This design comes from an exercise in tuning for small area on the open sky130 flow, not from production work.
Function was checked by simulation only, so behaviour that the tests miss may differ from the original.

Design cfl_queue, start of the top module:
module cfl_queue (
    input  wire        clk,
    input  wire        rst,           
    input  wire        in_valid,      
    input  wire [63:0] in_msg,        
    input  wire        pop,           
    input  wire        clr_drop,      
    output wire        head_valid,
    output wire [63:0] head_msg,
    output wire [6:0]  count,
    output wire [15:0] drop_count,
    output wire        queue_lost,
    output wire        sev_pending,
    output wire        rec_pending
);
    localparam N    = 64;    
    localparam NGEN = 56;    
    reg [61:0]  d [0:N-1];    
    reg [1:0]   c [0:N-1];    
    reg [6:0]   cnt;
    reg [6:0]   n_not;        
    reg [6:0]   n_rec;        
    reg [15:0]  drops;
    reg         lost;
    integer i;
    reg [N:0] occ;            
    always @* begin
        for (i = 0; i <= N; i = i + 1)
            occ[i] = (i < cnt);
    end
    wire [N-1:0] hsel    = occ[N-1:0] & ~occ[N:1];    
    wire         pop_eff = pop & occ[0];
    wire [6:0]   pcnt    = cnt - {6'd0, pop_eff};
    wire [N-1:0] v1      = occ[N-1:0] & ~(hsel & {N{pop_eff}});    
    reg [N-1:0] isn, isr;
    always @* begin
        for (i = 0; i < N; i = i + 1) begin
            isn[i] = v1[i] & ~c[i][1] & ~c[i][0];
            isr[i] = v1[i] & ~c[i][1] &  c[i][0];
        end
    end
    wire pop_not = pop_eff & (hcls == 2'd0);
    wire pop_rec = pop_eff & (hcls == 2'd1);
    wire any_not = (n_not != {6'd0, pop_not});
    wire any_rec = (n_rec != {6'd0, pop_rec});
    wire [N-1:0] tgt = any_not ? isn : isr;
    reg  [N-1:0] to_old, to_new;
    reg          a1, a2;
    always @* begin
        a1 = 1'b0;
        for (i = N - 1; i >= 0; i = i - 1) begin
            a1        = a1 | tgt[i];
            to_old[i] = a1;
        end
        a2 = 1'b0;
        for (i = 0; i < N; i = i + 1) begin
            to_new[i] = ~a2;
            a2        = a2 | tgt[i];
        end
    end
    wire [1:0] in_cls   = in_msg[49:48];
    wire       in_sev   = in_cls[1];            
    wire       in_not   = (in_cls == 2'd0);
    wire       full_gen = (pcnt >= NGEN);
  ...
For scale: roughly 12,000 cells after synthesis, roughly 4,100 flip-flops, roughly 160 I/O pins, ~140,000 µm² of cells after synthesis.
==> flow/config.mk <==
export PLATFORM = sky130hd
export DESIGN_NAME = cfl_queue
export DESIGN_NICKNAME = cfl_queue
export VERILOG_FILES = /design/flow/design.v
export SDC_FILE = /design/flow/constraint.sdc
export NUM_CORES = 8
export LEC_CHECK = 0
export CAP_MARGIN = 20
export CORE_MARGIN = 2
export CORE_UTILIZATION = 60
export SLEW_MARGIN = 28
export SYNTH_HIERARCHICAL = 1
==> flow/constraint.sdc <==
create_clock -name core_clock -period 12.0 [get_ports {clk}]
set_input_delay 2.4000 -clock core_clock [delete_from_list [all_inputs] [get_ports {clk}]]
set_output_delay 2.4000 -clock core_clock [all_outputs]
set_load 0.01 [all_outputs]
standard.sh (not shown) runs the stock make flow with config.mk's settings and CLKGATE_MAP_FILE= SYNTH_SCRIPT=/design/flow/synth_recipe.tcl, a recipe that flattens the netlist after the stock synthesis.
==> flow/flow/run.sh <==
#!/bin/bash
# The standard layout (standard.sh: ORFS synthesis to final), with three
# changes passed to ORFS through its own variables:
#  - the port buffers are the smallest buffer cell, sky130_fd_sc_hd__buf_1
#    (ORFS otherwise picks sky130_fd_sc_hd__clkdlybuf4s50_1);
#  - the buffers synthesis left are removed at floorplan, without the
#    floorplan-stage timing repair (ORFS REMOVE_ABC_BUFFERS);
#  - clock tree synthesis clusters up to 30 sinks within 80 um per leaf
#    buffer, with sky130_fd_sc_hd__clkbuf_8 above the leaves, and inserts no
#    dummy loads.
# The make output goes to flow.log in this folder; ORFS keeps each step's
# full log under orfs/logs/.
set -euo pipefail
cd "$(dirname "$0")/.."
export BUFFER_PORTS_ARGS="-buffer_cell sky130_fd_sc_hd__buf_1"
export REMOVE_ABC_BUFFERS=1
export CTS_ARGS="-sink_clustering_enable -repair_clock_nets -dont_use_dummy_load -sink_clustering_size 30 -sink_clustering_max_diameter 80 -tree_buf sky130_fd_sc_hd__clkbuf_8"
bash standard.sh finish > flow.log 2>&1
Rerun with:
SLEW_MARGIN = 18   (was 28)
Critical path depth rose by 2.
Wire length is about the same.
Rerun with:
SLEW_MARGIN = 14   (was 18)
Wire length barely changes.
Worst hold slack hardly moves.
Die area stays the same.
Final area does not change.
First-iteration DRC count rises by 0.31%.
Critical path depth does not change.
Worst setup slack gets worse by 0.0064 ns.
Final cell count stays flat.
Utilization stays the same.
Register-to-register slack hardly moves.
Rerun with:
--- a/flow/flow/run.sh
+++ b/flow/flow/run.sh
@@ -9,2 +9 @@
-#    buffer, with sky130_fd_sc_hd__clkbuf_8 above the leaves, and inserts no
-#    dummy loads.
+#    buffer and inserts no dummy loads.
@@ -17 +16 @@
-export CTS_ARGS="-sink_clustering_enable -repair_clock_nets -dont_use_dummy_load -sink_clustering_size 30 -sink_clustering_max_diameter 80 -tree_buf sky130_fd_sc_hd__clkbuf_8"
+export CTS_ARGS="-sink_clustering_enable -repair_clock_nets -dont_use_dummy_load -sink_clustering_size 30 -sink_clustering_max_diameter 80"
CORE_UTILIZATION = 57   (was 60)
SLEW_MARGIN = 35   (was 14)
Effect: The new run produced a clean layout; synthesized area is unchanged; routed wire length increases by roughly a tenth; clock-buffer cell count increases by 4; final area increases slightly; worst setup slack is better by 0.033 ns.

## separate check: timing with driven ports
Ports are ideal in the flow. The routed layouts listed here were re-timed in OpenROAD. Step 1 assumes that a clkbuf_16 drives the clock port and a buf_2 every other input. Step 2 adds t to the input delays and takes it off the output delays; t is the mean of the earliest and latest rising clock arrival at the registers after step 1. Input paths then give back, and output paths get back, about the clock's delay inside the block. a / b / c = ideal / step 1 / step 2; a / b = the first two.
run | shift t [ns] | slack for setup (ns) | clock arrival spread, ns
the first run | 0.984 | 1.716 / 1.716 / 1.716 | 0.156 / 0.156
the second run | 0.985 | 1.800 / 1.800 / 1.800 | 0.140 / 0.140
the third run | 0.983 | 1.794 / 1.794 / 1.794 | 0.142 / 0.142
the fourth run | 0.978 | 1.827 / 1.827 / 1.827 | 0.132 / 0.133
After both steps setup and hold are still met in every run listed.
